What follows belongs to an exercise in optimizing a design on an open flow for small area, a short achievable clock period and few clock cycles; a production flow would make more cautious choices.
Only simulation tests tie the RTL to the original design; equivalence was not proved.
No activity file was given, so power comes from the tool's default toggle rates.

==> design.v <==
module chk_unit (
    input  wire        clk,
    input  wire        rst,
    input  wire        job_valid,
    output wire        job_ready,
    input  wire [31:0] job_cmd,
    input  wire [23:0] job_len,
    input  wire        in_valid,
    output wire        in_ready,
    input  wire [63:0] in_data,
    output reg         res_valid,
    output reg         res_refused,
    output reg  [2:0]  res_refuse_code,
    output reg  [31:0] res_result,
    output reg  [3:0]  res_code,
    output reg  [15:0] res_acount,
    output reg         res_copy,
    output reg  [47:0] res_tail,
    output reg  [2:0]  res_tail_len,
    input  wire        reg_wr,
    input  wire        reg_rd,
    input  wire [15:0] reg_addr,
    input  wire [31:0] reg_wdata,
    output reg  [31:0] reg_rdata
);
    localparam OP_COMPUTE = 2'd0;
    localparam OP_APPEND  = 2'd1;
    localparam OP_CHECK   = 2'd2;
    localparam CODE_DONE     = 4'd2;
    localparam CODE_MISMATCH = 4'd3;
    localparam CODE_REPEAT   = 4'd4;
    localparam CODE_JUMP     = 4'd5;
    integer n;
    reg [31:0] ctx_state [0:15];
    reg [1:0]  ctx_poly  [0:15];
    reg [15:0] ctx_valid;
    reg [15:0] ach_tx  [0:15];
    reg [7:0]  ach_win [0:15];
    reg [15:0] ach_rx  [0:15];
    reg [15:0] ach_rxv;
    reg [15:0] txd, wnd, rxd;
    reg [31:0] cnt_jobs, cnt_mismatch, cnt_alive_err, cnt_refused;
    function [31:0] sat_inc;
        input [31:0] c;
        sat_inc = (c[30:0] == 31'h7FFF_FFFF) ? {1'b1, c[30:0]} : c + 32'd1;
    endfunction
    reg        rdy;
    assign job_ready = rdy;
    assign in_ready  = rdy;
    wire take = job_valid & rdy;
    reg [1:0]  j_op;        
    reg        j_opbad;     
    reg [1:0]  j_poly;
    reg        j_alive, j_resume, j_save;
    reg [3:0]  j_ctx, j_achan;
    reg [23:0] rin;         
    reg        first_pend;  
    reg        take_d;      
    reg [1:0]  nfl;         
    reg [1:0]  c_op;
    reg [1:0]  c_poly;
    reg        c_alive, c_save;
    reg [3:0]  c_ctx, c_achan;
    reg [2:0]  c_rc;
    reg [15:0] c_cnt;
    reg        c_fwd;       
    wire [2:0] j_w = (j_poly[1] == 1'b0) ? 3'd4 : (j_poly[0] ? 3'd1 : 3'd2);
    wire fwd = c_fwd && (c_ctx == j_ctx);
    wire       busy = (nfl != 2'd0);
    wire [3:0] reg_slot = {~reg_addr[6], reg_addr[5:3]};
    wire [3:0] reg_chan = reg_addr[6:3];
    wire [3:0] ix_ctx   = busy ? j_ctx  : reg_slot;
    wire [3:0] ix_tx    = busy ? j_achan : reg_chan;
    wire [3:0] ix_rx    = busy ? c_achan : reg_chan;
    wire [31:0] rd_ctx_state = ctx_state[ix_ctx];
    wire [1:0]  rd_ctx_poly  = ctx_poly[ix_ctx];
    wire        rd_ctx_valid = ctx_valid[ix_ctx];
    wire [1:0]  j_ctx_poly   = ctx_poly[j_ctx];
    wire        j_ctx_valid  = ctx_valid[j_ctx];
    wire [15:0] rd_tx   = txd[ix_tx] ? ach_tx[ix_tx] : 16'd0;
    wire [7:0]  rd_win0 = wnd[ix_rx] ? ach_win[ix_rx] : 8'd8;
    wire [7:0]  rd_win  = (rd_win0 == 8'd0) ? 8'd1 : rd_win0;
    wire [15:0] rd_rx   = rxd[ix_rx] ? ach_rx[ix_rx] : 16'd0;
    wire        rd_rxv  = rxd[ix_rx] & ach_rxv[ix_rx];
    wire       slot_ok = fwd ? (c_poly == j_poly)
                             : (j_ctx_valid && j_ctx_poly == j_poly);
    wire [4:0] minlen  = {2'd0, j_w} + (j_alive ? 5'd3 : 5'd1);
    wire       too_short = (rin[23:5] == 19'd0) && (rin[4:0] < minlen);
    wire [2:0] rc = j_opbad                       ? 3'd1 :
                    (j_save && j_op != OP_COMPUTE) ? 3'd2 :
                    (j_resume && !slot_ok)         ? 3'd3 :
                    (j_op == OP_CHECK && too_short) ? 3'd4 : 3'd0;
    wire       app_alive = (j_op == OP_APPEND) && j_alive;
    wire [2:0] lm = rin[2:0];                  
    wire [2:0] l_lo = (j_op == OP_CHECK) ? (lm - j_w) :
                      app_alive          ? (lm + 3'd2) : lm;
    wire [2:0] k_job = 3'd0 - l_lo;
    wire [3:0] m_last = (lm == 3'd0) ? 4'd8 : {1'b0, lm};
    wire dm1 = (j_op == OP_CHECK) && (m_last <= {1'b0, j_w});
    wire dp1 = app_alive && (m_last >= 4'd7);
    wire lastin = (rin[23:4] == 20'd0) && (!rin[3] || rin[2:0] == 3'd0);   
    wire second = !lastin && (rin[23:5] == 19'd0) && (!rin[4] || rin[3:0] == 4'd0);  
    reg [63:0] d_r;         
    reg [63:8] prev;        
    reg        p_v, p_first, p_lastin, p_crc, p_lastcrc, p_ovr, p_rx;
    reg [2:0]  e_k;
    reg [3:0]  e_psel;      
    reg [15:0] e_cnt;       
    reg        e_fcrc, e_frx;
    reg [31:0] e_ss;        
    reg [2:0]  e_rc;        
    reg [31:0] s;           
    reg [15:0] cap_cnt;     
    reg        cap_ok;      
    wire [127:0] cat = {d_r, prev, 8'd0};
    wire [63:0]  fw  = cat[(7'd64 - {1'b0, e_k, 3'd0}) +: 64];
    wire [7:0]   pad = p_first ? (8'hFF << e_k) : 8'hFF;
    reg  [63:0]  wa;
    always @(*) begin
        for (n = 0; n < 8; n = n + 1)
            wa[8*n +: 8] = pad[n] ? fw[8*n +: 8] : 8'd0;
        if (p_ovr)
            wa[63:48] = e_cnt;
    end
    wire [95:0]  sp   = {64'd0, e_ss} << {e_k, 3'd0};
    wire [63:0]  sx   = p_first ? sp[63:0] : {32'd0, s};
    wire [31:0]  sr   = p_first ? sp[95:64] : 32'd0;
    wire [63:0]  w    = wa ^ sx;
    wire [3:0]   psel = e_psel;
    wire [31:0]  t;
    assign t[0] =
        ((w[24] ^ w[25] ^ w[45] ^ w[49] ^ w[50] ^ w[61]) & (psel[3])) ^
        ((w[12] ^ w[15] ^ w[26] ^ w[44]) & (psel[2])) ^
        ((w[7] ^ w[51] ^ w[63]) & (psel[2] | psel[3])) ^
        ((w[6]) & (psel[1])) ^
        ((w[3] ^ w[9] ^ w[20] ^ w[32]) & (psel[1] | psel[3])) ^
        ((w[1] ^ w[4] ^ w[40] ^ w[54]) & (psel[1] | psel[2])) ^
        ((w[14] ^ w[30] ^ w[35]) & (psel[1] | psel[2] | psel[3])) ^
        ((w[41] ^ w[57] ^ w[60]) & (psel[0])) ^
        ((w[13] ^ w[18] ^ w[22] ^ w[28] ^ w[29] ^ w[56]) & (psel[0] | psel[3])) ^
        ((w[0] ^ w[37] ^ w[43]) & (psel[0] | psel[2])) ^
        ((w[2] ^ w[5] ^ w[21] ^ w[46] ^ w[47] ^ w[59]) & (psel[0] | psel[2] | psel[3])) ^
        ((w[34] ^ w[58]) & (psel[0] | psel[1])) ^
        ((w[27] ^ w[38]) & (psel[0] | psel[1] | psel[3])) ^
        ((w[16] ^ w[17] ^ w[19] ^ w[36]) & (psel[0] | psel[1] | psel[2])) ^
        (w[10] ^ w[11] ^ w[33] ^ w[39] ^ w[48] ^ w[52] ^ w[55]);
    assign t[1] =
        ((w[9] ^ w[26] ^ w[62] ^ w[63]) & (psel[3])) ^
        ((w[24] ^ w[32] ^ w[52]) & (psel[2])) ^
        ((w[13] ^ w[27] ^ w[45]) & (psel[2] | psel[3])) ^
        ((w[10] ^ w[21] ^ w[33]) & (psel[1])) ^
        ((w[4] ^ w[7]) & (psel[1] | psel[3])) ^
        ((w[41]) & (psel[1] | psel[2])) ^
        ((w[2] ^ w[5] ^ w[15] ^ w[31] ^ w[36] ^ w[55]) & (psel[1] | psel[2] | psel[3])) ^
        ((w[14] ^ w[29] ^ w[30] ^ w[42] ^ w[58]) & (psel[0])) ^
        ((w[19] ^ w[23] ^ w[57] ^ w[61]) & (psel[0] | psel[3])) ^
        ((w[1] ^ w[3] ^ w[22] ^ w[44] ^ w[47] ^ w[48]) & (psel[0] | psel[2])) ^
        ((w[6] ^ w[38] ^ w[60]) & (psel[0] | psel[2] | psel[3])) ^
        ((w[28] ^ w[39]) & (psel[0] | psel[1])) ^
        ((w[35] ^ w[56] ^ w[59]) & (psel[0] | psel[1] | psel[3])) ^
        ((w[0] ^ w[11] ^ w[17] ^ w[37] ^ w[49]) & (psel[0] | psel[1] | psel[2])) ^
        (w[12] ^ w[18] ^ w[20] ^ w[34] ^ w[40] ^ w[53]);
    assign t[2] =
        ((w[9] ^ w[47] ^ w[51] ^ w[52] ^ w[55]) & (psel[3])) ^
        ((w[14] ^ w[28] ^ w[46] ^ w[53]) & (psel[2])) ^
        ((w[25] ^ w[33]) & (psel[2] | psel[3])) ^
        ((w[5] ^ w[34]) & (psel[1])) ^
        ((w[8] ^ w[11] ^ w[22] ^ w[56]) & (psel[1] | psel[3])) ^
        ((w[3] ^ w[42]) & (psel[1] | psel[2])) ^
        ((w[6] ^ w[16] ^ w[32] ^ w[37]) & (psel[1] | psel[2] | psel[3])) ^
        ((w[15] ^ w[20] ^ w[31] ^ w[43] ^ w[48]) & (psel[0])) ^
        ((w[24] ^ w[30] ^ w[58] ^ w[59] ^ w[62]) & (psel[0] | psel[3])) ^
        ((w[4] ^ w[7] ^ w[23] ^ w[39] ^ w[61]) & (psel[0] | psel[2])) ^
        ((w[2] ^ w[45] ^ w[49]) & (psel[0] | psel[2] | psel[3])) ^
        ((w[29] ^ w[36] ^ w[57] ^ w[60]) & (psel[0] | psel[1] | psel[3])) ^
        ((w[1] ^ w[12] ^ w[13] ^ w[21] ^ w[35]) & (psel[0] | psel[1] | psel[2])) ^
        (w[0] ^ w[18] ^ w[19] ^ w[38] ^ w[40] ^ w[41] ^ w[50] ^ w[54]);
    assign t[3] =
        ((w[11] ^ w[18] ^ w[27] ^ w[28] ^ w[45] ^ w[48] ^ w[53] ^ w[56]) & (psel[3])) ^
        ((w[15] ^ w[54]) & (psel[2])) ^
        ((w[26] ^ w[29] ^ w[34] ^ w[47]) & (psel[2] | psel[3])) ^
        ((w[0] ^ w[6] ^ w[9]) & (psel[1])) ^
        ((w[12] ^ w[23] ^ w[35] ^ w[57]) & (psel[1] | psel[3])) ^
        ((w[4] ^ w[7] ^ w[33] ^ w[38] ^ w[43]) & (psel[1] | psel[2])) ^
        ((w[17]) & (psel[1] | psel[2] | psel[3])) ^
        ((w[16] ^ w[25] ^ w[32] ^ w[44] ^ w[59] ^ w[63]) & (psel[0])) ^
        ((w[21] ^ w[31] ^ w[40] ^ w[49] ^ w[60]) & (psel[0] | psel[3])) ^
        ((w[3] ^ w[8] ^ w[46] ^ w[50] ^ w[62]) & (psel[0] | psel[2])) ^
        ((w[5] ^ w[24]) & (psel[0] | psel[2] | psel[3])) ^
        ((w[30] ^ w[61]) & (psel[0] | psel[1])) ^
        ((w[37] ^ w[58]) & (psel[0] | psel[1] | psel[3])) ^
        ((w[20] ^ w[36] ^ w[39] ^ w[51] ^ w[55]) & (psel[0] | psel[1] | psel[2])) ^
        (w[1] ^ w[2] ^ w[13] ^ w[14] ^ w[19] ^ w[22] ^ w[41] ^ w[42]);
    assign t[4] =
        ((w[22] ^ w[35] ^ w[41] ^ w[49] ^ w[54]) & (psel[3])) ^
        ((w[47] ^ w[60]) & (psel[2])) ^
        ((w[12] ^ w[30]) & (psel[2] | psel[3])) ^
        ((w[0] ^ w[1] ^ w[24] ^ w[44] ^ w[52]) & (psel[1])) ^
        ((w[2] ^ w[38] ^ w[43] ^ w[59]) & (psel[1] | psel[3])) ^
        ((w[7] ^ w[21] ^ w[37] ^ w[56]) & (psel[1] | psel[2])) ^
        ((w[8]) & (psel[1] | psel[2] | psel[3])) ^
        ((w[9] ^ w[26] ^ w[45] ^ w[51]) & (psel[0])) ^
        ((w[16] ^ w[19] ^ w[25] ^ w[27] ^ w[28] ^ w[29] ^ w[50] ^ w[57] ^ w[61]) & (psel[0] | psel[3])) ^
        ((w[4] ^ w[11] ^ w[48] ^ w[55] ^ w[63]) & (psel[0] | psel[2])) ^
        ((w[6] ^ w[32] ^ w[46]) & (psel[0] | psel[2] | psel[3])) ^
        ((w[10] ^ w[31] ^ w[34] ^ w[62]) & (psel[0] | psel[1])) ^
        ((w[13] ^ w[15] ^ w[18] ^ w[58]) & (psel[0] | psel[1] | psel[3])) ^
        ((w[5] ^ w[39] ^ w[40]) & (psel[0] | psel[1] | psel[2])) ^
        (w[3] ^ w[14] ^ w[20] ^ w[23] ^ w[36] ^ w[42]);
    assign t[5] =
        ((w[10] ^ w[17] ^ w[23] ^ w[27] ^ w[42] ^ w[46] ^ w[52] ^ w[56] ^ w[58]) & (psel[3])) ^
        ((w[33] ^ w[47]) & (psel[2])) ^
        ((w[5] ^ w[31] ^ w[61]) & (psel[2] | psel[3])) ^
        ((w[1] ^ w[3] ^ w[16] ^ w[53] ^ w[59]) & (psel[1])) ^
        ((w[11] ^ w[19] ^ w[25] ^ w[44] ^ w[45]) & (psel[1] | psel[3])) ^
        ((w[9] ^ w[21] ^ w[41]) & (psel[1] | psel[2])) ^
        ((w[8] ^ w[37] ^ w[43]) & (psel[1] | psel[2] | psel[3])) ^
        ((w[20] ^ w[30] ^ w[34] ^ w[51] ^ w[55]) & (psel[0])) ^
        ((w[0] ^ w[18] ^ w[26] ^ w[36] ^ w[62]) & (psel[0] | psel[3])) ^
        ((w[7] ^ w[12] ^ w[13]) & (psel[0] | psel[2])) ^
        ((w[48] ^ w[49]) & (psel[0] | psel[2] | psel[3])) ^
        ((w[14] ^ w[39]) & (psel[0] | psel[1])) ^
        ((w[2] ^ w[35] ^ w[60] ^ w[63]) & (psel[0] | psel[1] | psel[3])) ^
        ((w[6] ^ w[40] ^ w[57]) & (psel[0] | psel[1] | psel[2])) ^
        (w[4] ^ w[15] ^ w[22] ^ w[24] ^ w[32] ^ w[38]);
    assign t[6] =
        ((w[20] ^ w[36] ^ w[37] ^ w[53]) & (psel[3])) ^
        ((w[13] ^ w[58]) & (psel[2])) ^
        ((w[0] ^ w[9] ^ w[16] ^ w[33] ^ w[39] ^ w[62]) & (psel[2] | psel[3])) ^
        ((w[30] ^ w[52]) & (psel[1])) ^
        ((w[12] ^ w[19] ^ w[26] ^ w[27] ^ w[45]) & (psel[1] | psel[3])) ^
        ((w[32] ^ w[41] ^ w[42]) & (psel[1] | psel[2])) ^
        ((w[5] ^ w[6] ^ w[44]) & (psel[1] | psel[2] | psel[3])) ^
        ((w[17] ^ w[29] ^ w[31] ^ w[40]) & (psel[0])) ^
        ((w[3] ^ w[8] ^ w[18] ^ w[28] ^ w[43] ^ w[47] ^ w[57] ^ w[59] ^ w[63]) & (psel[0] | psel[3])) ^
        ((w[10]) & (psel[0] | psel[2])) ^
        ((w[38] ^ w[49] ^ w[50]) & (psel[0] | psel[2] | psel[3])) ^
        ((w[2] ^ w[15] ^ w[35] ^ w[55] ^ w[60]) & (psel[0] | psel[1])) ^
        ((w[1] ^ w[11] ^ w[46] ^ w[48] ^ w[61]) & (psel[0] | psel[1] | psel[3])) ^
        ((w[7] ^ w[14] ^ w[22] ^ w[34]) & (psel[0] | psel[1] | psel[2])) ^
        (w[23] ^ w[25]);
    assign t[7] =
        ((w[19] ^ w[29] ^ w[48] ^ w[54] ^ w[58] ^ w[60]) & (psel[3])) ^
        ((w[11] ^ w[14]) & (psel[2])) ^
        ((w[1] ^ w[39] ^ w[63]) & (psel[2] | psel[3])) ^
        ((w[0] ^ w[16] ^ w[31] ^ w[36] ^ w[53] ^ w[56]) & (psel[1])) ^
        ((w[2] ^ w[20] ^ w[47]) & (psel[1] | psel[3])) ^
        ((w[42]) & (psel[1] | psel[2])) ^
        ((w[6] ^ w[7] ^ w[45]) & (psel[1] | psel[2] | psel[3])) ^
        ((w[5] ^ w[22] ^ w[30] ^ w[52] ^ w[55] ^ w[57]) & (psel[0])) ^
        ((w[4] ^ w[9] ^ w[21] ^ w[32] ^ w[37] ^ w[38] ^ w[44]) & (psel[0] | psel[3])) ^
        ((w[59]) & (psel[0] | psel[2])) ^
        ((w[10] ^ w[17] ^ w[34] ^ w[50] ^ w[51]) & (psel[0] | psel[2] | psel[3])) ^
        ((w[3] ^ w[61]) & (psel[0] | psel[1])) ^
        ((w[12] ^ w[13] ^ w[27] ^ w[28] ^ w[46] ^ w[49] ^ w[62]) & (psel[0] | psel[1] | psel[3])) ^
        ((w[15] ^ w[23] ^ w[33] ^ w[35] ^ w[43]) & (psel[0] | psel[1] | psel[2])) ^
        (w[8] ^ w[24] ^ w[26]);
    assign t[8] =
        ((w[2] ^ w[12] ^ w[15]) & (psel[2])) ^
        ((w[1] ^ w[3] ^ w[17] ^ w[21] ^ w[32] ^ w[37] ^ w[54] ^ w[57]) & (psel[1])) ^
        ((w[7] ^ w[8] ^ w[43] ^ w[46] ^ w[48]) & (psel[1] | psel[2])) ^
        ((w[5] ^ w[6] ^ w[10] ^ w[22] ^ w[23] ^ w[31] ^ w[33] ^ w[38] ^ w[39] ^ w[45] ^ w[53] ^ w[58]) & (psel[0])) ^
        ((w[0] ^ w[11] ^ w[18] ^ w[35] ^ w[51] ^ w[52] ^ w[56] ^ w[60]) & (psel[0] | psel[2])) ^
        ((w[4] ^ w[13] ^ w[14] ^ w[16] ^ w[28] ^ w[29] ^ w[47] ^ w[50] ^ w[62] ^ w[63]) & (psel[0] | psel[1])) ^
        ((w[9] ^ w[24] ^ w[25] ^ w[27] ^ w[34] ^ w[36] ^ w[44]) & (psel[0] | psel[1] | psel[2]));
    assign t[9] =
        ((w[0] ^ w[9] ^ w[10] ^ w[57]) & (psel[2])) ^
        ((w[5] ^ w[8] ^ w[11] ^ w[20] ^ w[29] ^ w[34] ^ w[39]) & (psel[1])) ^
        ((w[3] ^ w[19] ^ w[28] ^ w[36] ^ w[37] ^ w[44] ^ w[49] ^ w[52]) & (psel[1] | psel[2])) ^
        ((w[7] ^ w[14] ^ w[21] ^ w[23] ^ w[24] ^ w[30] ^ w[33] ^ w[38] ^ w[41] ^ w[43] ^ w[55] ^ w[56] ^ w[58] ^ w[60]) & (psel[0])) ^
        ((w[12] ^ w[13] ^ w[35] ^ w[53] ^ w[61]) & (psel[0] | psel[2])) ^
        ((w[2] ^ w[6] ^ w[15] ^ w[16] ^ w[18] ^ w[22] ^ w[27] ^ w[32] ^ w[40] ^ w[51] ^ w[54] ^ w[63]) & (psel[0] | psel[1])) ^
        ((w[1] ^ w[25] ^ w[26] ^ w[45] ^ w[47]) & (psel[0] | psel[1] | psel[2]));
    assign t[10] =
        ((w[4] ^ w[13] ^ w[20] ^ w[27]) & (psel[2])) ^
        ((w[12] ^ w[28] ^ w[34] ^ w[39] ^ w[41]) & (psel[1])) ^
        ((w[1] ^ w[2] ^ w[32] ^ w[36] ^ w[45] ^ w[46] ^ w[50] ^ w[53]) & (psel[1] | psel[2])) ^
        ((w[0] ^ w[3] ^ w[5] ^ w[8] ^ w[15] ^ w[18] ^ w[24] ^ w[25] ^ w[31] ^ w[42] ^ w[43] ^ w[44] ^ w[47] ^ w[60] ^ w[61]) & (psel[0])) ^
        ((w[38] ^ w[62]) & (psel[0] | psel[2])) ^
        ((w[7] ^ w[21] ^ w[23]) & (psel[0] | psel[1])) ^
        ((w[10] ^ w[11] ^ w[14] ^ w[26] ^ w[29] ^ w[37] ^ w[54] ^ w[58]) & (psel[0] | psel[1] | psel[2]));
    assign t[11] =
        ((w[5] ^ w[14] ^ w[21] ^ w[28]) & (psel[2])) ^
        ((w[13] ^ w[29] ^ w[35] ^ w[40] ^ w[42]) & (psel[1])) ^
        ((w[2] ^ w[3] ^ w[33] ^ w[37] ^ w[46] ^ w[47] ^ w[51] ^ w[54]) & (psel[1] | psel[2])) ^
        ((w[0] ^ w[1] ^ w[4] ^ w[6] ^ w[9] ^ w[16] ^ w[19] ^ w[25] ^ w[26] ^ w[32] ^ w[43] ^ w[44] ^ w[45] ^ w[48] ^ w[61] ^ w[62]) & (psel[0])) ^
        ((w[39] ^ w[63]) & (psel[0] | psel[2])) ^
        ((w[8] ^ w[22] ^ w[24]) & (psel[0] | psel[1])) ^
        ((w[11] ^ w[12] ^ w[15] ^ w[27] ^ w[30] ^ w[38] ^ w[55] ^ w[59]) & (psel[0] | psel[1] | psel[2]));
    assign t[12] =
        ((w[6] ^ w[15] ^ w[24] ^ w[32]) & (psel[2])) ^
        ((w[14] ^ w[16] ^ w[30] ^ w[56]) & (psel[1])) ^
        ((w[3] ^ w[4] ^ w[13] ^ w[28] ^ w[39] ^ w[60]) & (psel[1] | psel[2])) ^
        ((w[1] ^ w[7] ^ w[11] ^ w[18] ^ w[19] ^ w[20] ^ w[21] ^ w[26] ^ w[37] ^ w[44] ^ w[45] ^ w[49] ^ w[57] ^ w[58] ^ w[59] ^ w[62] ^ w[63]) & (psel[0])) ^
        ((w[0] ^ w[22] ^ w[29] ^ w[40]) & (psel[0] | psel[2])) ^
        ((w[9] ^ w[23] ^ w[25] ^ w[36] ^ w[41] ^ w[43]) & (psel[0] | psel[1])) ^
        ((w[12] ^ w[31] ^ w[34] ^ w[38] ^ w[47] ^ w[48] ^ w[52] ^ w[55]) & (psel[0] | psel[1] | psel[2]));
    assign t[13] =
        ((w[2] ^ w[9] ^ w[27] ^ w[41] ^ w[46] ^ w[51] ^ w[60]) & (psel[2])) ^
        ((w[10] ^ w[31] ^ w[37]) & (psel[1])) ^
        ((w[4] ^ w[13] ^ w[14] ^ w[15] ^ w[39] ^ w[40] ^ w[48] ^ w[56] ^ w[61]) & (psel[1] | psel[2])) ^
        ((w[0] ^ w[20] ^ w[28] ^ w[45] ^ w[47] ^ w[50] ^ w[55] ^ w[63]) & (psel[0])) ^
        ((w[1] ^ w[8] ^ w[11] ^ w[12] ^ w[16] ^ w[18] ^ w[23] ^ w[30] ^ w[33] ^ w[34] ^ w[36] ^ w[43] ^ w[52]) & (psel[0] | psel[2])) ^
        ((w[17] ^ w[24] ^ w[26] ^ w[35] ^ w[42] ^ w[57]) & (psel[0] | psel[1])) ^
        ((w[5] ^ w[29] ^ w[32] ^ w[44] ^ w[49] ^ w[53]) & (psel[0] | psel[1] | psel[2]));
    assign t[14] =
        ((w[2] ^ w[3] ^ w[8] ^ w[13] ^ w[17] ^ w[19] ^ w[34] ^ w[37] ^ w[42] ^ w[61]) & (psel[2])) ^
        ((w[18] ^ w[27] ^ w[32] ^ w[36] ^ w[40] ^ w[43] ^ w[58]) & (psel[1])) ^
        ((w[14] ^ w[15] ^ w[33] ^ w[49] ^ w[62]) & (psel[1] | psel[2])) ^
        ((w[1] ^ w[22] ^ w[39] ^ w[51] ^ w[55] ^ w[59] ^ w[60]) & (psel[0])) ^
        ((w[0] ^ w[9] ^ w[10] ^ w[12] ^ w[24] ^ w[28] ^ w[31] ^ w[35] ^ w[44] ^ w[47] ^ w[52] ^ w[53]) & (psel[0] | psel[2])) ^
        ((w[11] ^ w[16] ^ w[25] ^ w[38]) & (psel[0] | psel[1])) ^
        ((w[5] ^ w[6] ^ w[30] ^ w[41] ^ w[45] ^ w[50] ^ w[54] ^ w[57]) & (psel[0] | psel[1] | psel[2]));
    assign t[15] =
        ((w[0] ^ w[3] ^ w[4] ^ w[9] ^ w[14] ^ w[18] ^ w[20] ^ w[35] ^ w[38] ^ w[43] ^ w[62]) & (psel[2])) ^
        ((w[19] ^ w[28] ^ w[33] ^ w[37] ^ w[41] ^ w[44] ^ w[59]) & (psel[1])) ^
        ((w[15] ^ w[16] ^ w[34] ^ w[50] ^ w[63]) & (psel[1] | psel[2])) ^
        ((w[2] ^ w[23] ^ w[40] ^ w[48] ^ w[52] ^ w[56] ^ w[60] ^ w[61]) & (psel[0])) ^
        ((w[1] ^ w[10] ^ w[11] ^ w[13] ^ w[25] ^ w[29] ^ w[32] ^ w[36] ^ w[45] ^ w[53] ^ w[54]) & (psel[0] | psel[2])) ^
        ((w[12] ^ w[17] ^ w[26] ^ w[39]) & (psel[0] | psel[1])) ^
        ((w[6] ^ w[7] ^ w[31] ^ w[42] ^ w[46] ^ w[51] ^ w[55] ^ w[58]) & (psel[0] | psel[1] | psel[2]));
    assign t[16] =
        ((w[1] ^ w[4] ^ w[6] ^ w[9] ^ w[10] ^ w[19] ^ w[29] ^ w[36] ^ w[39] ^ w[42] ^ w[45] ^ w[48] ^ w[51] ^ w[58] ^ w[60]) & (psel[1])) ^
        ((w[2] ^ w[12] ^ w[24] ^ w[26] ^ w[27] ^ w[32] ^ w[37] ^ w[40] ^ w[41] ^ w[46] ^ w[49] ^ w[52] ^ w[53] ^ w[57] ^ w[61] ^ w[62]) & (psel[0])) ^
        ((w[3] ^ w[7] ^ w[8] ^ w[11] ^ w[13] ^ w[14] ^ w[18] ^ w[30] ^ w[33] ^ w[43] ^ w[47] ^ w[54] ^ w[55] ^ w[56] ^ w[59]) & (psel[0] | psel[1]));
    assign t[17] =
        ((w[0] ^ w[2] ^ w[5] ^ w[7] ^ w[10] ^ w[11] ^ w[20] ^ w[30] ^ w[37] ^ w[40] ^ w[43] ^ w[46] ^ w[49] ^ w[52] ^ w[59] ^ w[61]) & (psel[1])) ^
        ((w[3] ^ w[13] ^ w[25] ^ w[27] ^ w[28] ^ w[33] ^ w[38] ^ w[41] ^ w[42] ^ w[47] ^ w[50] ^ w[53] ^ w[54] ^ w[58] ^ w[62] ^ w[63]) & (psel[0])) ^
        ((w[4] ^ w[8] ^ w[9] ^ w[12] ^ w[14] ^ w[15] ^ w[19] ^ w[31] ^ w[34] ^ w[44] ^ w[48] ^ w[55] ^ w[56] ^ w[57] ^ w[60]) & (psel[0] | psel[1]));
    assign t[18] =
        ((w[1] ^ w[3] ^ w[5] ^ w[6] ^ w[8] ^ w[10] ^ w[12] ^ w[13] ^ w[16] ^ w[31] ^ w[44] ^ w[50] ^ w[53] ^ w[56] ^ w[57] ^ w[58] ^ w[62]) & (psel[1])) ^
        ((w[0] ^ w[2] ^ w[4] ^ w[14] ^ w[17] ^ w[18] ^ w[19] ^ w[22] ^ w[26] ^ w[27] ^ w[33] ^ w[36] ^ w[37] ^ w[42] ^ w[46] ^ w[51] ^ w[52] ^ w[54] ^ w[63]) & (psel[0])) ^
        ((w[9] ^ w[11] ^ w[15] ^ w[20] ^ w[21] ^ w[32] ^ w[35] ^ w[38] ^ w[41] ^ w[45] ^ w[47] ^ w[49] ^ w[60] ^ w[61]) & (psel[0] | psel[1]));
    assign t[19] =
        ((w[4] ^ w[6] ^ w[7] ^ w[9] ^ w[10] ^ w[14] ^ w[16] ^ w[21] ^ w[22] ^ w[32] ^ w[33] ^ w[36] ^ w[39] ^ w[45] ^ w[46] ^ w[48] ^ w[51] ^ w[54] ^ w[63]) & (psel[1])) ^
        ((w[1] ^ w[3] ^ w[15] ^ w[20] ^ w[23] ^ w[29] ^ w[41] ^ w[53] ^ w[56] ^ w[60]) & (psel[0])) ^
        ((w[0] ^ w[2] ^ w[11] ^ w[12] ^ w[13] ^ w[17] ^ w[42] ^ w[50] ^ w[57] ^ w[58] ^ w[59] ^ w[61] ^ w[62]) & (psel[0] | psel[1]));
    assign t[20] =
        ((w[5] ^ w[6] ^ w[7] ^ w[8] ^ w[9] ^ w[15] ^ w[19] ^ w[20] ^ w[22] ^ w[23] ^ w[27] ^ w[32] ^ w[35] ^ w[36] ^ w[37] ^ w[38] ^ w[39] ^ w[46] ^ w[47] ^ w[48] ^ w[49]) & (psel[1])) ^
        ((w[0] ^ w[1] ^ w[2] ^ w[3] ^ w[14] ^ w[21] ^ w[24] ^ w[42] ^ w[57] ^ w[58] ^ w[61]) & (psel[0])) ^
        ((w[4] ^ w[12] ^ w[13] ^ w[16] ^ w[18] ^ w[30] ^ w[43] ^ w[51] ^ w[54] ^ w[59] ^ w[60] ^ w[62] ^ w[63]) & (psel[0] | psel[1]));
    assign t[21] =
        ((w[5] ^ w[7] ^ w[8] ^ w[13] ^ w[23] ^ w[24] ^ w[30] ^ w[32] ^ w[35] ^ w[49] ^ w[50] ^ w[54] ^ w[58] ^ w[60]) & (psel[1])) ^
        ((w[10] ^ w[14] ^ w[15] ^ w[16] ^ w[18] ^ w[25] ^ w[29] ^ w[33] ^ w[36] ^ w[38] ^ w[39] ^ w[41] ^ w[46] ^ w[48] ^ w[56] ^ w[57] ^ w[62]) & (psel[0])) ^
        ((w[0] ^ w[1] ^ w[3] ^ w[4] ^ w[11] ^ w[21] ^ w[27] ^ w[28] ^ w[31] ^ w[34] ^ w[37] ^ w[44] ^ w[47] ^ w[61] ^ w[63]) & (psel[0] | psel[1]));
    assign t[22] =
        ((w[2] ^ w[3] ^ w[5] ^ w[8] ^ w[11] ^ w[16] ^ w[17] ^ w[19] ^ w[20] ^ w[22] ^ w[24] ^ w[25] ^ w[28] ^ w[29] ^ w[31] ^ w[34] ^ w[39] ^ w[50] ^ w[51] ^ w[54] ^ w[58] ^ w[61]) & (psel[1])) ^
        ((w[1] ^ w[4] ^ w[13] ^ w[15] ^ w[18] ^ w[21] ^ w[26] ^ w[32] ^ w[33] ^ w[35] ^ w[36] ^ w[41] ^ w[42] ^ w[43] ^ w[46] ^ w[49] ^ w[55] ^ w[56] ^ w[60] ^ w[63]) & (psel[0])) ^
        ((w[10] ^ w[12] ^ w[27] ^ w[30] ^ w[40] ^ w[45] ^ w[52] ^ w[59] ^ w[62]) & (psel[0] | psel[1]));
    assign t[23] =
        ((w[0] ^ w[3] ^ w[4] ^ w[6] ^ w[9] ^ w[11] ^ w[12] ^ w[13] ^ w[20] ^ w[23] ^ w[25] ^ w[26] ^ w[28] ^ w[30] ^ w[32] ^ w[35] ^ w[40] ^ w[41] ^ w[46] ^ w[51] ^ w[60] ^ w[62]) & (psel[1])) ^
        ((w[10] ^ w[14] ^ w[38] ^ w[39] ^ w[42] ^ w[44] ^ w[48] ^ w[50] ^ w[58] ^ w[61]) & (psel[0])) ^
        ((w[17] ^ w[18] ^ w[21] ^ w[29] ^ w[31] ^ w[52] ^ w[53] ^ w[55] ^ w[59] ^ w[63]) & (psel[0] | psel[1]));
    assign t[24] =
        ((w[3] ^ w[6] ^ w[7] ^ w[9] ^ w[11] ^ w[12] ^ w[18] ^ w[20] ^ w[22] ^ w[24] ^ w[26] ^ w[31] ^ w[35] ^ w[39] ^ w[42] ^ w[56] ^ w[60] ^ w[61] ^ w[63]) & (psel[1])) ^
        ((w[0] ^ w[2] ^ w[10] ^ w[15] ^ w[27] ^ w[28] ^ w[30] ^ w[32] ^ w[33] ^ w[36] ^ w[37] ^ w[45] ^ w[46] ^ w[49] ^ w[51] ^ w[52] ^ w[54] ^ w[57] ^ w[62]) & (psel[0])) ^
        ((w[5] ^ w[13] ^ w[16] ^ w[17] ^ w[21] ^ w[29] ^ w[34] ^ w[38] ^ w[40] ^ w[41] ^ w[47] ^ w[48] ^ w[53] ^ w[55] ^ w[58]) & (psel[0] | psel[1]));
    assign t[25] =
        ((w[7] ^ w[8] ^ w[9] ^ w[12] ^ w[13] ^ w[20] ^ w[21] ^ w[23] ^ w[25] ^ w[43] ^ w[57] ^ w[61] ^ w[62]) & (psel[1])) ^
        ((w[6] ^ w[14] ^ w[17] ^ w[28] ^ w[29] ^ w[30] ^ w[31] ^ w[35] ^ w[37] ^ w[39] ^ w[46] ^ w[47] ^ w[48] ^ w[50] ^ w[53] ^ w[54] ^ w[63]) & (psel[0])) ^
        ((w[1] ^ w[3] ^ w[11] ^ w[16] ^ w[18] ^ w[22] ^ w[33] ^ w[34] ^ w[38] ^ w[41] ^ w[42] ^ w[49] ^ w[52] ^ w[55] ^ w[56] ^ w[58] ^ w[59]) & (psel[0] | psel[1]));
    assign t[26] =
        ((w[0] ^ w[2] ^ w[8] ^ w[9] ^ w[14] ^ w[17] ^ w[19] ^ w[24] ^ w[26] ^ w[34] ^ w[39] ^ w[43] ^ w[44] ^ w[56] ^ w[57] ^ w[59] ^ w[60] ^ w[62] ^ w[63]) & (psel[1])) ^
        ((w[5] ^ w[7] ^ w[11] ^ w[15] ^ w[16] ^ w[27] ^ w[28] ^ w[30] ^ w[31] ^ w[32] ^ w[33] ^ w[37] ^ w[40] ^ w[41] ^ w[46] ^ w[49] ^ w[51] ^ w[52] ^ w[54]) & (psel[0])) ^
        ((w[4] ^ w[10] ^ w[12] ^ w[13] ^ w[21] ^ w[22] ^ w[23] ^ w[35] ^ w[42] ^ w[50] ^ w[53] ^ w[58]) & (psel[0] | psel[1]));
    assign t[27] =
        ((w[4] ^ w[15] ^ w[18] ^ w[19] ^ w[25] ^ w[30] ^ w[39] ^ w[44] ^ w[45] ^ w[48] ^ w[57] ^ w[60] ^ w[61] ^ w[63]) & (psel[1])) ^
        ((w[8] ^ w[11] ^ w[12] ^ w[14] ^ w[28] ^ w[29] ^ w[31] ^ w[36] ^ w[41] ^ w[42] ^ w[47] ^ w[50] ^ w[53] ^ w[54]) & (psel[0])) ^
        ((w[0] ^ w[5] ^ w[6] ^ w[13] ^ w[16] ^ w[17] ^ w[22] ^ w[23] ^ w[24] ^ w[32] ^ w[33] ^ w[34] ^ w[38] ^ w[43] ^ w[51] ^ w[52] ^ w[55] ^ w[59]) & (psel[0] | psel[1]));
    assign t[28] =
        ((w[3] ^ w[4] ^ w[5] ^ w[10] ^ w[11] ^ w[26] ^ w[27] ^ w[31] ^ w[36] ^ w[38] ^ w[45] ^ w[46] ^ w[49] ^ w[61] ^ w[62]) & (psel[1])) ^
        ((w[1] ^ w[6] ^ w[12] ^ w[13] ^ w[14] ^ w[15] ^ w[17] ^ w[29] ^ w[33] ^ w[34] ^ w[35] ^ w[37] ^ w[39] ^ w[42] ^ w[43] ^ w[51] ^ w[52]) & (psel[0])) ^
        ((w[7] ^ w[9] ^ w[18] ^ w[23] ^ w[24] ^ w[25] ^ w[30] ^ w[32] ^ w[44] ^ w[48] ^ w[53] ^ w[54] ^ w[55] ^ w[56] ^ w[60]) & (psel[0] | psel[1]));
    assign t[29] =
        ((w[4] ^ w[5] ^ w[6] ^ w[11] ^ w[12] ^ w[27] ^ w[28] ^ w[32] ^ w[37] ^ w[39] ^ w[46] ^ w[47] ^ w[50] ^ w[62] ^ w[63]) & (psel[1])) ^
        ((w[2] ^ w[7] ^ w[13] ^ w[14] ^ w[15] ^ w[16] ^ w[18] ^ w[30] ^ w[34] ^ w[35] ^ w[36] ^ w[38] ^ w[40] ^ w[43] ^ w[44] ^ w[52] ^ w[53]) & (psel[0])) ^
        ((w[8] ^ w[10] ^ w[19] ^ w[24] ^ w[25] ^ w[26] ^ w[31] ^ w[33] ^ w[45] ^ w[49] ^ w[54] ^ w[55] ^ w[56] ^ w[57] ^ w[61]) & (psel[0] | psel[1]));
    assign t[30] =
        ((w[1] ^ w[4] ^ w[5] ^ w[7] ^ w[10] ^ w[12] ^ w[13] ^ w[28] ^ w[29] ^ w[30] ^ w[47] ^ w[51] ^ w[52] ^ w[63]) & (psel[1])) ^
        ((w[8] ^ w[9] ^ w[11] ^ w[15] ^ w[20] ^ w[27] ^ w[31] ^ w[32] ^ w[34] ^ w[37] ^ w[41] ^ w[44] ^ w[45] ^ w[53] ^ w[55] ^ w[58]) & (psel[0])) ^
        ((w[0] ^ w[3] ^ w[14] ^ w[16] ^ w[17] ^ w[19] ^ w[25] ^ w[26] ^ w[35] ^ w[36] ^ w[39] ^ w[46] ^ w[50] ^ w[54] ^ w[56] ^ w[57] ^ w[62]) & (psel[0] | psel[1]));
    assign t[31] =
        ((w[0] ^ w[2] ^ w[3] ^ w[5] ^ w[8] ^ w[13] ^ w[19] ^ w[29] ^ w[31] ^ w[34] ^ w[39] ^ w[53]) & (psel[1])) ^
        ((w[1] ^ w[4] ^ w[12] ^ w[17] ^ w[20] ^ w[21] ^ w[27] ^ w[28] ^ w[36] ^ w[40] ^ w[42] ^ w[45] ^ w[46] ^ w[55] ^ w[56] ^ w[58] ^ w[59]) & (psel[0])) ^
        ((w[9] ^ w[10] ^ w[15] ^ w[16] ^ w[18] ^ w[26] ^ w[32] ^ w[33] ^ w[35] ^ w[37] ^ w[38] ^ w[47] ^ w[51] ^ w[54] ^ w[57] ^ w[63]) & (psel[0] | psel[1]));
    wire [31:0]  s_next = t ^ sr;
    wire rx_match = e_psel[3] ? (wa[7:0] == ~s[7:0]) :
                    e_psel[2] ? ({wa[7:0], wa[15:8]} == s[15:0]) :
                                (wa[31:0] == ~s);
    wire [31:0] slot_int = (j_poly == 2'd2) ? {16'd0, rd_ctx_state[7:0], rd_ctx_state[15:8]}
                                            : rd_ctx_state;
    wire [31:0] init_int = (j_poly == 2'd3) ? 32'h0000_00FF :
                           (j_poly == 2'd2) ? 32'h0000_FFFF : 32'hFFFF_FFFF;
    wire [31:0] ss_job   = !j_resume ? init_int : (fwd ? s : slot_int);
    reg e0, e1;    
    reg [15:0] cr_rx;    
    reg        cr_rxv;
    reg [7:0]  cr_win;
    reg        inc_pend;   
    wire [31:0] s_ext   = (c_poly == 2'd2) ? {16'd0, s[7:0], s[15:8]} : s;
    wire [31:0] fin_crc = (c_poly == 2'd3) ? {24'd0, s_ext[7:0] ^ 8'hFF} :
                          (c_poly == 2'd2) ? s_ext : ~s_ext;
    wire [2:0]  c_w     = (c_poly[1] == 1'b0) ? 3'd4 : (c_poly[0] ? 3'd1 : 3'd2);
    wire        crc_ok  = cap_ok;
    wire [15:0] rx_dist = cap_cnt - cr_rx;
    wire        c_ref   = (c_rc != 3'd0);
    reg [3:0]  f_code;
    reg        f_copy, f_rxupd;
    reg [47:0] f_tail;
    reg [2:0]  f_tail_len;
    reg [15:0] f_acount;
    always @(*) begin
        f_code     = CODE_DONE;
        f_copy     = 1'b0;
        f_rxupd    = 1'b0;
        f_tail     = 48'd0;
        f_tail_len = 3'd0;
        f_acount   = 16'd0;
        case (c_op)
            OP_APPEND: begin
                f_copy = 1'b1;
                if (c_alive) begin
                    f_acount   = c_cnt;
                    f_tail     = {fin_crc, c_cnt};
                    f_tail_len = c_w + 3'd2;
                end else begin
                    f_tail     = {16'd0, fin_crc};
                    f_tail_len = c_w;
                end
            end
            OP_CHECK: begin
                if (c_alive)
                    f_acount = cap_cnt;
                if (!crc_ok) begin
                    f_code = CODE_MISMATCH;
                end else if (!c_alive || !cr_rxv) begin
                    f_copy  = 1'b1;
                    f_rxupd = c_alive;
                end else if (rx_dist == 16'd0) begin
                    f_code = CODE_REPEAT;
                end else if (rx_dist <= {8'd0, cr_win}) begin
                    f_copy  = 1'b1;
                    f_rxupd = 1'b1;
                end else begin
                    f_code  = CODE_JUMP;
                    f_copy  = 1'b1;
                    f_rxupd = 1'b1;
                end
            end
            default: ;
        endcase
    end
    wire reg_ach = (reg_addr[15:7] == 9'b1000_0000_0);
    wire        rx_upd = e1 && !c_ref && f_rxupd;
    wire        ctx_we = e1 && !c_ref && c_save;
    wire        win_we = reg_wr && reg_ach && !reg_addr[2];
    wire        tx_we  = win_we || inc_pend;
    wire [3:0]  tx_wa  = inc_pend ? j_achan : reg_chan;
    wire [15:0] tx_wd  = inc_pend ? e_cnt + 16'd1 : reg_wdata[15:0];
    wire        rx_we  = (reg_wr && reg_ach && reg_addr[2]) || rx_upd;
    wire [3:0]  rx_wa  = rx_upd ? c_achan : reg_chan;
    wire [15:0] rx_wd  = rx_upd ? cap_cnt : reg_wdata[15:0];
    wire        rxv_wd = rx_upd ? 1'b1 : reg_wdata[16];
    always @(posedge clk) begin
        d_r <= in_data;
        if (p_v)
            prev <= d_r[63:8];
        if (take) begin
            j_op     <= job_cmd[1:0];
            j_opbad  <= job_cmd[2] || job_cmd[1:0] == 2'd3 ||
                        job_cmd[31:21] != 11'd0 || job_cmd[19:16] != 4'd0;
            j_poly   <= job_cmd[4:3];
            j_alive  <= job_cmd[5];
            j_resume <= job_cmd[6];
            j_save   <= job_cmd[7];
            j_ctx    <= job_cmd[11:8];
            j_achan  <= job_cmd[15:12];
            rin      <= job_len;
        end else if (in_valid) begin
            rin[23:3] <= rin[23:3] - 21'd1;
        end
        if (take_d) begin
            e_k    <= k_job;
            e_psel <= 4'b0001 << j_poly;
            e_cnt  <= rd_tx;
            e_fcrc <= dp1;
            e_frx  <= (j_op == OP_CHECK) && !dm1;
            e_ss   <= ss_job;
            e_rc   <= rc;
        end
        if (in_valid) begin
            p_first   <= first_pend;
            p_lastin  <= lastin;
            p_crc     <= !(dm1 && lastin);
            p_lastcrc <= dm1 ? second : (!dp1 && lastin);
            p_ovr     <= app_alive && !dp1 && lastin;
            p_rx      <= dm1 && lastin;
        end else begin
            p_first   <= 1'b0;
            p_lastin  <= 1'b0;
            p_crc     <= e_fcrc;
            p_lastcrc <= e_fcrc;
            p_ovr     <= e_fcrc;
            p_rx      <= e_frx;
        end
        if (p_v && p_crc)
            s <= s_next;
        if (p_v && p_lastcrc)
            cap_cnt <= wa[63:48];
        if (p_v && p_rx)
            cap_ok <= rx_match;
        if (p_v && p_lastin) begin
            c_op    <= j_op;
            c_poly  <= j_poly;
            c_alive <= j_alive;
            c_save  <= j_save;
            c_ctx   <= j_ctx;
            c_achan <= j_achan;
            c_rc    <= e_rc;
            c_cnt   <= e_cnt;
        end
        if (e0) begin
            cr_rx  <= rd_rx;
            cr_rxv <= rd_rxv;
            cr_win <= rd_win;
        end
        res_refused     <= c_ref;
        res_refuse_code <= c_rc;
        res_result      <= c_ref ? 32'd0 : (c_save ? s_ext : fin_crc);
        res_code        <= c_ref ? 4'd0 : f_code;
        res_acount      <= c_ref ? 16'd0 : f_acount;
        res_copy        <= !c_ref && f_copy;
        res_tail        <= c_ref ? 48'd0 : f_tail;
        res_tail_len    <= c_ref ? 3'd0 : f_tail_len;
        for (n = 0; n < 16; n = n + 1) begin
            if (ctx_we && c_ctx == n) begin
                ctx_state[n] <= s_ext;
                ctx_poly[n]  <= c_poly;
            end
            if (tx_we && tx_wa == n)
                ach_tx[n] <= tx_wd;
            if (win_we && reg_chan == n)
                ach_win[n] <= reg_wdata[23:16];
            if (rx_we && rx_wa == n) begin
                ach_rx[n]  <= rx_wd;
                ach_rxv[n] <= rxv_wd;
            end
        end
        if (rst) begin
            rdy        <= 1'b0;
            take_d     <= 1'b0;
            inc_pend   <= 1'b0;
            first_pend <= 1'b0;
            nfl        <= 2'd0;
            p_v        <= 1'b0;
            e0         <= 1'b0;
            e1         <= 1'b0;
            res_valid  <= 1'b0;
            c_fwd      <= 1'b0;
            ctx_valid  <= 16'd0;
            txd        <= 16'd0;
            wnd        <= 16'd0;
            rxd        <= 16'd0;
            cnt_jobs      <= 32'd0;
            cnt_mismatch  <= 32'd0;
            cnt_alive_err <= 32'd0;
            cnt_refused   <= 32'd0;
        end else begin
            rdy    <= 1'b1;
            take_d <= take;
            if (take)
                first_pend <= 1'b1;
            else if (in_valid)
                first_pend <= 1'b0;
            nfl <= nfl + {1'b0, take} - {1'b0, e1};
            p_v <= in_valid || (p_v && p_lastin && (e_fcrc || e_frx));
            e0  <= p_v && p_lastin;
            e1  <= e0;
            res_valid <= e1;
            if (p_v && p_lastin)
                c_fwd <= j_save && (e_rc == 3'd0);
            if (e1) begin
                if (c_ref) begin
                    cnt_refused <= sat_inc(cnt_refused);
                end else begin
                    cnt_jobs <= sat_inc(cnt_jobs);
                    if (f_code == CODE_MISMATCH)
                        cnt_mismatch <= sat_inc(cnt_mismatch);
                    if (f_code == CODE_REPEAT || f_code == CODE_JUMP)
                        cnt_alive_err <= sat_inc(cnt_alive_err);
                end
            end
            inc_pend <= take_d && app_alive && (rc == 3'd0);
            for (n = 0; n < 16; n = n + 1) begin
                if (ctx_we && c_ctx == n)
                    ctx_valid[n] <= 1'b1;
                if (tx_we && tx_wa == n)
                    txd[n] <= 1'b1;
                if (win_we && reg_chan == n)
                    wnd[n] <= 1'b1;
                if (rx_we && rx_wa == n)
                    rxd[n] <= 1'b1;
            end
        end
    end
    wire reg_ctx = (reg_addr[15:6] == 10'h041) ||
                   (reg_addr[15:6] == 10'h042);    
    reg [31:0] rd_val;
    always @(*) begin
        rd_val = 32'd0;
        if (reg_ach) begin
            if (!reg_addr[2])
                rd_val = {8'd0, rd_win, rd_tx};
            else
                rd_val = {15'd0, rd_rxv, rd_rx};
        end else if (reg_ctx) begin
            if (!reg_addr[2])
                rd_val = rd_ctx_valid ? rd_ctx_state : 32'd0;
            else
                rd_val = {23'd0, rd_ctx_valid, 6'd0, rd_ctx_valid ? rd_ctx_poly : 2'd0};
        end else begin
            case (reg_addr[15:2])
                14'h0400: rd_val[8] = busy;
                14'h0402: rd_val = cnt_jobs;
                14'h0403: rd_val = cnt_mismatch;
                14'h0404: rd_val = cnt_alive_err;
                14'h0405: rd_val = cnt_refused;
                default:  rd_val = 32'd0;
            endcase
        end
    end
    always @(posedge clk)
        reg_rdata <= rd_val;
endmodule
==> flow/run.sh <==
#!/bin/bash
# The standard synthesis, unchanged, then the standard flow's own layout steps with
# repair_timing asked for more setup slack than the 20 ns clock needs, so
# that the layout is optimised towards a shorter period.  Each step's full
# output goes to a log file of its own in this folder.
set -euo pipefail
MARGIN=$(cat flow/margin.txt)
bash standard.sh synth > synth.log 2>&1
bash standard.sh SETUP_SLACK_MARGIN="$MARGIN" finish > layout.log 2>&1
==> flow/margin.txt <==
14
==> standard.sh <==
#!/bin/bash
# synth_recipe.tcl (not shown) runs the flow's synth.tcl, then flattens the netlist and writes it again
# the make line also repeats each setting of config.mk as NAME=value (left out here)
make -C /OpenROAD-flow-scripts/flow DESIGN_CONFIG=/design/flow/config.mk WORK_HOME=/design/flow/orfs CLKGATE_MAP_FILE= SYNTH_SCRIPT=/design/flow/synth_recipe.tcl "${@:-finish}"
==> config.mk <==
export PLATFORM = sky130hd
export DESIGN_NAME = chk_unit
export DESIGN_NICKNAME = chk_unit
export VERILOG_FILES = /design/flow/design.v
export SDC_FILE = /design/flow/constraint.sdc
export NUM_CORES = 4
export LEC_CHECK = 0
export CAP_MARGIN = 20
export CORE_MARGIN = 2
export CORE_UTILIZATION = 35
export CTS_CLUSTER_DIAMETER = 100
export CTS_CLUSTER_SIZE = 30
export SLEW_MARGIN = 20
==> constraint.sdc <==
create_clock -name core_clock -period 20.0 [get_ports {clk}]
set_input_delay 4.0000 -clock core_clock [delete_from_list [all_inputs] [get_ports {clk}]]
set_output_delay 4.0000 -clock core_clock [all_outputs]
set_load 0.01 [all_outputs]
==> out/metrics.csv, run 1 <==
metric,value,unit
synth_area,92300,um2
synth_common_cells,"edfxtp_1, xnor2_1, nor2_1",
crit_fanout,5,
post-route-min-period,6.35,ns
dr.pass1.iters,6,
hold_path_class,reg2reg,
grt_usage,0.295,
grt-ovfl-total,0,
clock_latency,0.81,ns
via_per_inst,5.98,
synthDominantCellAreaShare,0.476,
critPathSlowestCell,or4_4,
dieArea,268000,um2
cp_data_required_time,20.76,ns
synth-edff-count,1463,
p_leak,37.0,nW
drtAntennaViolNets,0,
slowest_delay,0.51,ns
io_pins,317,
finalClockSkew,0.0454,ns
worstSetupStartpoint,reg_addr[6],
antenna_found_initial,35,
numCtsBuffers,88,
fin_nets,8467,
path_clk_slew,0.11,ns
final.setup.worst_slack,13.65,ns
synth.distinct_cells,112,
synth_top_cell_by_area,edfxtp_1,
post-place-ws,11.13,ns
vdd_drop_max,0.134,mV
ys_seq_elements,1875,
reg2reg_to,s[10]$_DFFE_PP_,
grt_pass1_vias,65400,
worstMarginPinSlew,1.14,ns
finish.utilization,0.423,
synthArstFlopShare,0,
syn_to_final_growth,20.2,%
synthMuxAreaShare,0.0470,
ctsRootBufferMaster,clkbuf_16,
ys.flop_type,edfxtp_1,
dp_hpwl,281000,um
synth_cells,7737,
detail_route.wl_per_cell,34.9,um
nFillCells,24100,
grt_max_degree,86,
routed_wl,413000,um
cp-end-kind,flop,
yosys.area_share.simple,0.100,
fin_crit_sh,0.317,
crit_type,in2reg,
core_area,262000,um2
crit_chain,buf_6 > buf_12 > nand2_8 > nor2_4 > buf_4 > a21oi_4 > nor2_4 > buf_12 > a222oi_1 > nand3_1 > or3_4 > or4_4 > o41ai_4 > a221o_1,
fin_cells,11900,
rsz0062_at_grt,yes,
port_buffers,303,
drv_slew,0,
die_h,518,um
fmax,0.158,GHz
dieWidth,518,um
r2r_setup_slack,13.91,ns
dp.cells,11400,
htree_num_levels,3,
rows,188,
syn_nets,7959,
initial_core_util,0.352,
r2r_cells,18,
status,timing/DRC/antenna clean,
power,0.0170,W
place_congestion,1.04,
synth_xor_xnor_area_share,0.133,
layout-drive-gt1-share,0.172,
drtIter0Drc,11100,
finalHoldViolCount,0,
synthTopCellsByArea,"edfxtp_1, dfxtp_1, xnor2_1",
synth_top_family_by_area,XOR/XNOR gates,
worst_ep_arrival_time,7.11,ns
power.internal,0.00963,W
p_comb_frac,0.587,
p_per_area,153,nW/um2
seqPwrFrac,0.277,
sw_frac_of_total,0.432,
vias,70900,
fin_tns_setup,0,ns
relSlewSlack,0.231,
cts_tree,yes,
cts_sinks,1875,
synth_most_common_cell,edfxtp_1,
critPathLaunchType,input port,
ctsHoldBuffers,0,
clk_path_buf_depth,3,
synthAdderAreaFrac,0.00686,
r2r_start,e_k[1]$_DFFE_PP_,
synth_compound_area_frac,0.120,
ys_seq_area_frac,0.565,
drcViolationCount,0,
setup_viol_count_final,0,
grt_pass1_wl,554000,um
power.switching,0.00734,W
clock_power_share,0.135,
cp-endpoint,reg_rdata[16]$_DFF_P_,
maxCapViolations,0,
ys_warn_count,6,
syn_area_per_cell,11.9,um2
-- worst min-delay path by stage --
stage                            start                    endpoint  slack (ns)  cells after the start
6_report       first_pend$_SDFFE_PP0P_          p_first$_SDFF_PN0_        0.47                      1
5_1_grt              e_rc[1]$_DFFE_PP_           c_rc[1]$_DFFE_PP_        0.49                      0
3_5_place_dp         e_rc[1]$_DFFE_PP_           c_rc[1]$_DFFE_PP_        0.44                      0
3_3_place_gp         e_rc[1]$_DFFE_PP_           c_rc[1]$_DFFE_PP_        0.44                      0
2_1_floorplan        c_rc[2]$_DFFE_PP_  res_refuse_code[2]$_DFF_P_        0.35                      0
4_1_cts            e_cnt[13]$_DFFE_PP_         c_cnt[13]$_DFFE_PP_        0.48                      0
-- metrics by stage --
stage | hold slack, ns | cell area, um2
after floorplan | 0.349 | 93200
final | 0.470 | 111000
after global routing | 0.486 | 111000
after detailed placement | 0.441 | 101000
after CTS | 0.475 | 109000
after global placement | 0.438 | 101000
-- flip-flops by register name, summed over array words and instances, names as in the netlist, 24 cells and up --
register,flops
res_result,32
prev,56
e_ss,32
res_tail,48
rin,24
ach_win,128
ach_rx,256
cnt_refused,32
ctx_poly,32
ach_tx,256
cnt_mismatch,32
cnt_jobs,32
ctx_state,512
d_r,64
s,32
cnt_alive_err,32
reg_rdata,32
-- placed cells by master, fill, tap and decap left out, types with 46 or more instances in the layout --
cell,instances
nor2b_1,46
xnor2_1,755
and3_1,58
mux4_2,59
a221oi_1,72
a22o_1,81
nand3_1,189
clkdlybuf4s50_1,290
nor3_1,59
a222oi_1,53
nor2_4,69
nand2_1,533
inv_1,101
o21ai_0,188
clkbuf_16,102
buf_6,53
or3_1,55
mux2_2,76
xor2_1,390
nor2_1,630
edfxtp_1,1463
buf_12,100
buf_4,384
a21oi_1,252
a22oi_1,363
mux2i_1,193
dfxtp_1,400
nand4_1,86
-- power by group through the flow --
| stage | registers (W) | clock network [W] | logic (W) |
|---|---|---|---|
| final | 0.00471 | 0.00230 | 0.00996 |
| after global routing | 0.00470 | 0.00244 | 0.0103 |
| after CTS | 0.00469 | 0.00232 | 0.00957 |
| after detailed placement | 0.00478 | 0 | 0.00913 |
| after global placement | 0.00478 | 0 | 0.00910 |
| after floorplan | 0.00467 | 0 | 0.00646 |
-- timing repair --
action,4_1_cts,5_1_grt
setup endpoints to repair,851,571
pin swaps,123,114
gates cloned,17,11
setup buffers,220,69
gates resized for setup,423,210
-- critical path: cells and delay by family --
kind	cells	cell delay [ns]
AND/OR/NAND/NOR	6	1.32
AO/OA/AOI/OAI	4	1.18
buffers and inverters	4	0.58
-- routing by layer --
metal,wire [um],global-route usage
met5,242,0
met4,33100,0.200
met3,43300,0.0647
met2,175000,0.430
met1,161000,0.393
-- layout make-up --
| type | count | area (um2) | area share |
|---|---|---|---|
| Clock inverter | 33 | 596 | 0.00537 |
| Tap cell | 3515 | 4400 | 0.0396 |
| Timing Repair Buffer | 874 | 9360 | 0.0844 |
| Multi-Input combinational cell | 5293 | 41500 | 0.374 |
| Antenna cell | 20 | 50.0 | 0.000451 |
| Inverter | 113 | 438 | 0.00395 |
| Clock buffer | 129 | 2430 | 0.0219 |
| Sequential cell | 1875 | 52200 | 0.471 |
-- kinds of logic (layout without fill, tap and decap cells) --
family,after synthesis,after routing
mux,348,348
flops,1875,1875
xor+xnor,1293,1293
fa+ha+maj,49,49
other cells,1,21
compound gates,1565,1565
buf+inv,573,1149
simple gates,2033,2037
Testbench counts, summed over its fixed seeds: cycles 55,509.
==> inputs of run 2 (changes only) <==
--- a/config.mk
+++ b/config.mk
@@ -8,6 +8,6 @@
 export CAP_MARGIN = 20
 export CORE_MARGIN = 2
-export CORE_UTILIZATION = 35
-export CTS_CLUSTER_DIAMETER = 100
+export CORE_UTILIZATION = 45
+export CTS_BUF_LIST = sky130_fd_sc_hd__clkbuf_8
 export CTS_CLUSTER_SIZE = 30
 export SLEW_MARGIN = 20
==> run 2 against run 1 <==
  * Largest power group unchanged
  * Flip-flop and latch count unchanged
  * Register-to-register slack improved by 0.03 ns
  * Critical path type unchanged
  * Routed wire length increased by 2.5%
==> out/metrics.csv, run 2 <==
metric,value,unit,change
cp_top_family,buffers and inverters,,was simple AND/OR/NAND/NOR gates
top_regs,"ctx_state (512), ach_rx (256), ach_tx (256)",,unchanged
min-delay-start,d_r[31]$_DFF_P_,,was first_pend$_SDFFE_PP0P_
cp-end-kind,flop,,unchanged
place_congestion,1.01,,was 1.04
synth_cells,7737,,unchanged
worstSetupStartpoint,reg_addr[5],,was reg_addr[6]
cts_sinks,1875,,unchanged
dr.pass1.iters,6,,unchanged
crit_path_frequent_cell,buf_12,,
ys_seq_elements,1875,,unchanged
slowest_delay,0.50,ns,was 0.51 ns
p_per_area,161,nW/um2,was 153 nW/um2
finalHoldViolCount,0,,unchanged
whs_endpoint,prev[31]$_DFFE_PP_,,was p_first$_SDFF_PN0_
synth_area,92300,um2,unchanged
crit_buf_inv,9,,was 4
initial_core_util,0.452,,was 0.352
hold_path_class,reg2reg,,unchanged
dp_hpwl,284000,um,was 281000 um
htree_num_levels,5,,was 3
ctsRootBufferMaster,clkbuf_8,,was clkbuf_16
synthTopCellsByArea,"edfxtp_1, dfxtp_1, xnor2_1",,unchanged
finalClockSkew,0.118,ns,was 0.0454 ns
fin_crit_sh,0.313,,was 0.317
finish.utilization,0.552,,was 0.423
grt_usage,0.391,,was 0.295
ys.flop_type,edfxtp_1,,unchanged
r2r_setup_slack,13.94,ns,was 13.91 ns
grt_max_degree,98,,was 86
worstMarginPinSlew,1.21,ns,was 1.14 ns
relSlewSlack,0.187,,was 0.231
ctsHoldBuffers,0,,unchanged
ys_warn_count,6,,unchanged
synth.distinct_cells,112,,unchanged
layout-drive-gt1-share,0.198,,was 0.172
cts_tree,yes,,unchanged
numCtsBuffers,337,,was 88
p_leak,39.5,nW,was 37.0 nW
setup_viol_count_final,0,,unchanged
dieWidth,457,um,was 518 um
routed_wl,424000,um,was 413000 um
syn_nets,7959,,unchanged
ys_seq_area_frac,0.565,,unchanged
dieArea,209000,um2,was 268000 um2
synth_common_cells,"edfxtp_1, xnor2_1, nor2_1",,unchanged
port_buffers,303,,unchanged
dp.cells,10600,,was 11400
synth-edff-count,1463,,unchanged
rows,166,,was 188
core_area,204000,um2,was 262000 um2
final.setup.worst_slack,13.73,ns,was 13.65 ns
clock_latency,1.08,ns,was 0.81 ns
syn_to_final_growth,22.2,%,was 20.2%
hold_depth,0,,was 1
drcViolationCount,0,,unchanged
fin_nets,8752,,was 8467
post-route-min-period,6.27,ns,was 6.35 ns
synthDominantCellAreaShare,0.476,,unchanged
fin_cells,11500,,was 11900
syn_area_per_cell,11.9,um2,unchanged
r2r_start,e_k[1]$_DFFE_PP_,,unchanged
post-place-ws,10.92,ns,was 11.13 ns
crit_chain,buf_12 > buf_12 > buf_12 > nand2_8 > nor2_4 > buf_6 > a21oi_4 > buf_4 > buf_6 > nor2_4 > buf_4 > a221oi_1 > a41oi_2 > clkinvlp_4 > buf_12 > o211ai_1 > o21ai_1 > nand2_1,,was buf_6 > buf_12 > nand2_8 > nor2_4 > buf_4 > a21oi_4 > nor2_4 > buf_12 > a222oi_1 > nand3_1 > or3_4 > or4_4 > o41ai_4 > a221o_1
detailed_place.area,100000,um2,was 101000 um2
path_clk_slew,0.06,ns,was 0.11 ns
regMostFlops,ctx_state,,unchanged
r2r_cells,18,,unchanged
maxCapViolations,0,,unchanged
critPathLaunchType,input port,,unchanged
drv_slew,0,,unchanged
reg2reg_to,s[28]$_DFFE_PP_,,was s[10]$_DFFE_PP_
vdd_drop_max,0.158,mV,was 0.134 mV
cp_data_required_time,20.86,ns,was 20.76 ns
critPathSlowestCell,o211ai_1,,was or4_4
crit_type,in2reg,,unchanged
via_per_inst,6.38,,was 5.98
crit_fanout,15,,was 5
drtIter0Drc,11400,,was 11100
final_area,113000,um2,was 111000 um2
largest_reg_flops,512,,unchanged
rsz0062_at_grt,yes,,unchanged
io_pins,317,,unchanged
synth_most_common_cell,edfxtp_1,,unchanged
drtAntennaViolNets,0,,unchanged
grt_pass1_wl,567000,um,was 554000 um
status,timing/DRC/antenna clean,,unchanged
grt_pass1_vias,68000,,was 65400
worst_ep_arrival_time,7.13,ns,was 7.11 ns
synthArstFlopShare,0,,unchanged
layout_commonest_cell,edfxtp_1,,unchanged
layout_common_cells,"edfxtp_1, xnor2_1, nor2_1, nand2_1, buf_4",,"was edfxtp_1, xnor2_1, nor2_1, nand2_1, dfxtp_1"
vias,73400,,was 70900
detail_route.wl_per_cell,36.8,um,was 34.9 um
die_h,457,um,was 518 um
fmax,0.160,GHz,was 0.158 GHz
grt-ovfl-total,0,,unchanged
synth_top_cell_by_area,edfxtp_1,,unchanged
antenna_found_initial,33,,was 35
clk_path_buf_depth,4,,was 3
fin_tns_setup,0,ns,unchanged
run 2: cell counts after synthesis:
No cell type changed its count.
run 2: area by class of cell:
class | instances | area (um2)
Antenna cell | 33 | 82.6
Fill cell | 17400 | 91600
Multi-Input combinational cell | 5294 | 41200
Inverter | 113 | 435
Clock inverter | 210 | 1160
Timing Repair Buffer | 909 | 9240
Tap cell | 2688 | 3360
Sequential cell | 1875 | 52200
Clock buffer | 375 | 5160
run 2: power breakdown:
part | leakage (nW) | switching [W] | internal, W
clock | 3.65 | 0.00165 | 0.00184
sequential | 16.6 | 0.000125 | 0.00457
combinational | 19.3 | 0.00587 | 0.00412
total | 39.5 | 0.00764 | 0.0105
run 2: logic make-up (layout without fill, tap and decap cells):
group           Yosys count  after routing  synth area share
compound gates         1565           1565             0.120
xor+xnor               1293           1293             0.133
fa+ha+maj                49             49           0.00686
buf+inv                 573           1607            0.0277
flops                  1875           1875             0.565
mux                     348            348            0.0470
other cells               1             34         0.0000406
simple gates           2033           2038             0.100
run 2: metal layers:
metal,vias up,share of wire,global-route usage
met2,4964,0.42,0.563
li1,30400,-,-
met5,-,0.00058,0.00321
met1,37000,0.40,0.543
met3,1065,0.11,0.0870
met4,26,0.070,0.229
run 2: worst max path at each step:
| stage | end | slack [ns] | depth (start not counted) |
|---|---|---|---|
| 2_1_floorplan | reg_rdata[16]$_DFF_P_ | 13.66 | 10 |
| 3_3_place_gp | reg_rdata[14]$_DFF_P_ | 10.95 | 13 |
| 3_5_place_dp | reg_rdata[14]$_DFF_P_ | 10.92 | 13 |
| 4_1_cts | e_ss[0]$_SDFFCE_PN1P_ | 13.94 | 15 |
| 5_1_grt | reg_rdata[27]$_SDFF_PP0_ | 13.74 | 17 |
| 6_report | e_ss[0]$_SDFFCE_PN1P_ | 13.73 | 18 |
run 2: timing repair:
| action | in CTS | in global routing |
|---|---|---|
| pin swaps | 82 | 91 |
| setup endpoints to repair | 690 | 528 |
| resized for setup | 465 | 155 |
| buffers inserted | 173 | 110 |
| cloned | 16 | 7 |
run 2: worst register-to-register path: stages (launching register included):
cell and delay, ns:
edfxtp_1 0.51, clkinvlp_4 0.32, ha_4 0.49, buf_16 0.26
mux2_1 0.40, mux2i_1 0.20, o21ai_1 0.17, o211ai_1 0.58
xor2_1 0.21, clkbuf_8 0.23, buf_12 0.17, xnor2_1 0.51
xnor2_1 0.23, xnor2_1 0.40, xnor2_1 0.23, xnor2_1 0.48
xor2_1 0.13, nand3_1 0.10, o221ai_1 0.11
run 2: through the flow:
step,hold WS [ns],total power [W]
final,0.468,0.0182
after global routing,0.477,0.0187
after CTS,0.465,0.0178
after detailed placement,0.453,0.0140
after global placement,0.435,0.0139
after floorplan,0.349,0.0111

[separate check: timing with driven ports]
The results above use ideal ports. As a check the final layouts listed here were re-extracted and re-timed, cells and wires unchanged.
Step 1: set_driving_cell puts a clkbuf_16 on clk and a buf_2 on each other input, an assumption about the parent block.
Step 2, shift: input delay + t, output delay - t, t = (earliest + latest rising clock arrival at the registers) / 2. This alone moves slack from input paths to output paths.
a / b / c = no drivers / after step 1 / after step 2; a / b = the first two.
| run | shift t [ns] | setup slack, ns | hold slack, ns | worst setup path after step 2 | slew at the worst register clock pin (ns) |
|---|---|---|---|---|---|
| run 1 | 0.900 | 13.651 / 13.630 / 12.730 | 0.470 / 0.470 / 0.470 | input to register | 0.12 / 0.12 |
| run 2 | 1.113 | 13.734 / 13.737 / 12.625 | 0.468 / 0.468 / 0.468 | input to register | 0.08 / 0.08 |
After both steps every run listed still meets setup and hold. The setup slack of run 2, which loses most, moves by +0.003 ns with the drivers and by -1.109 ns with both steps.
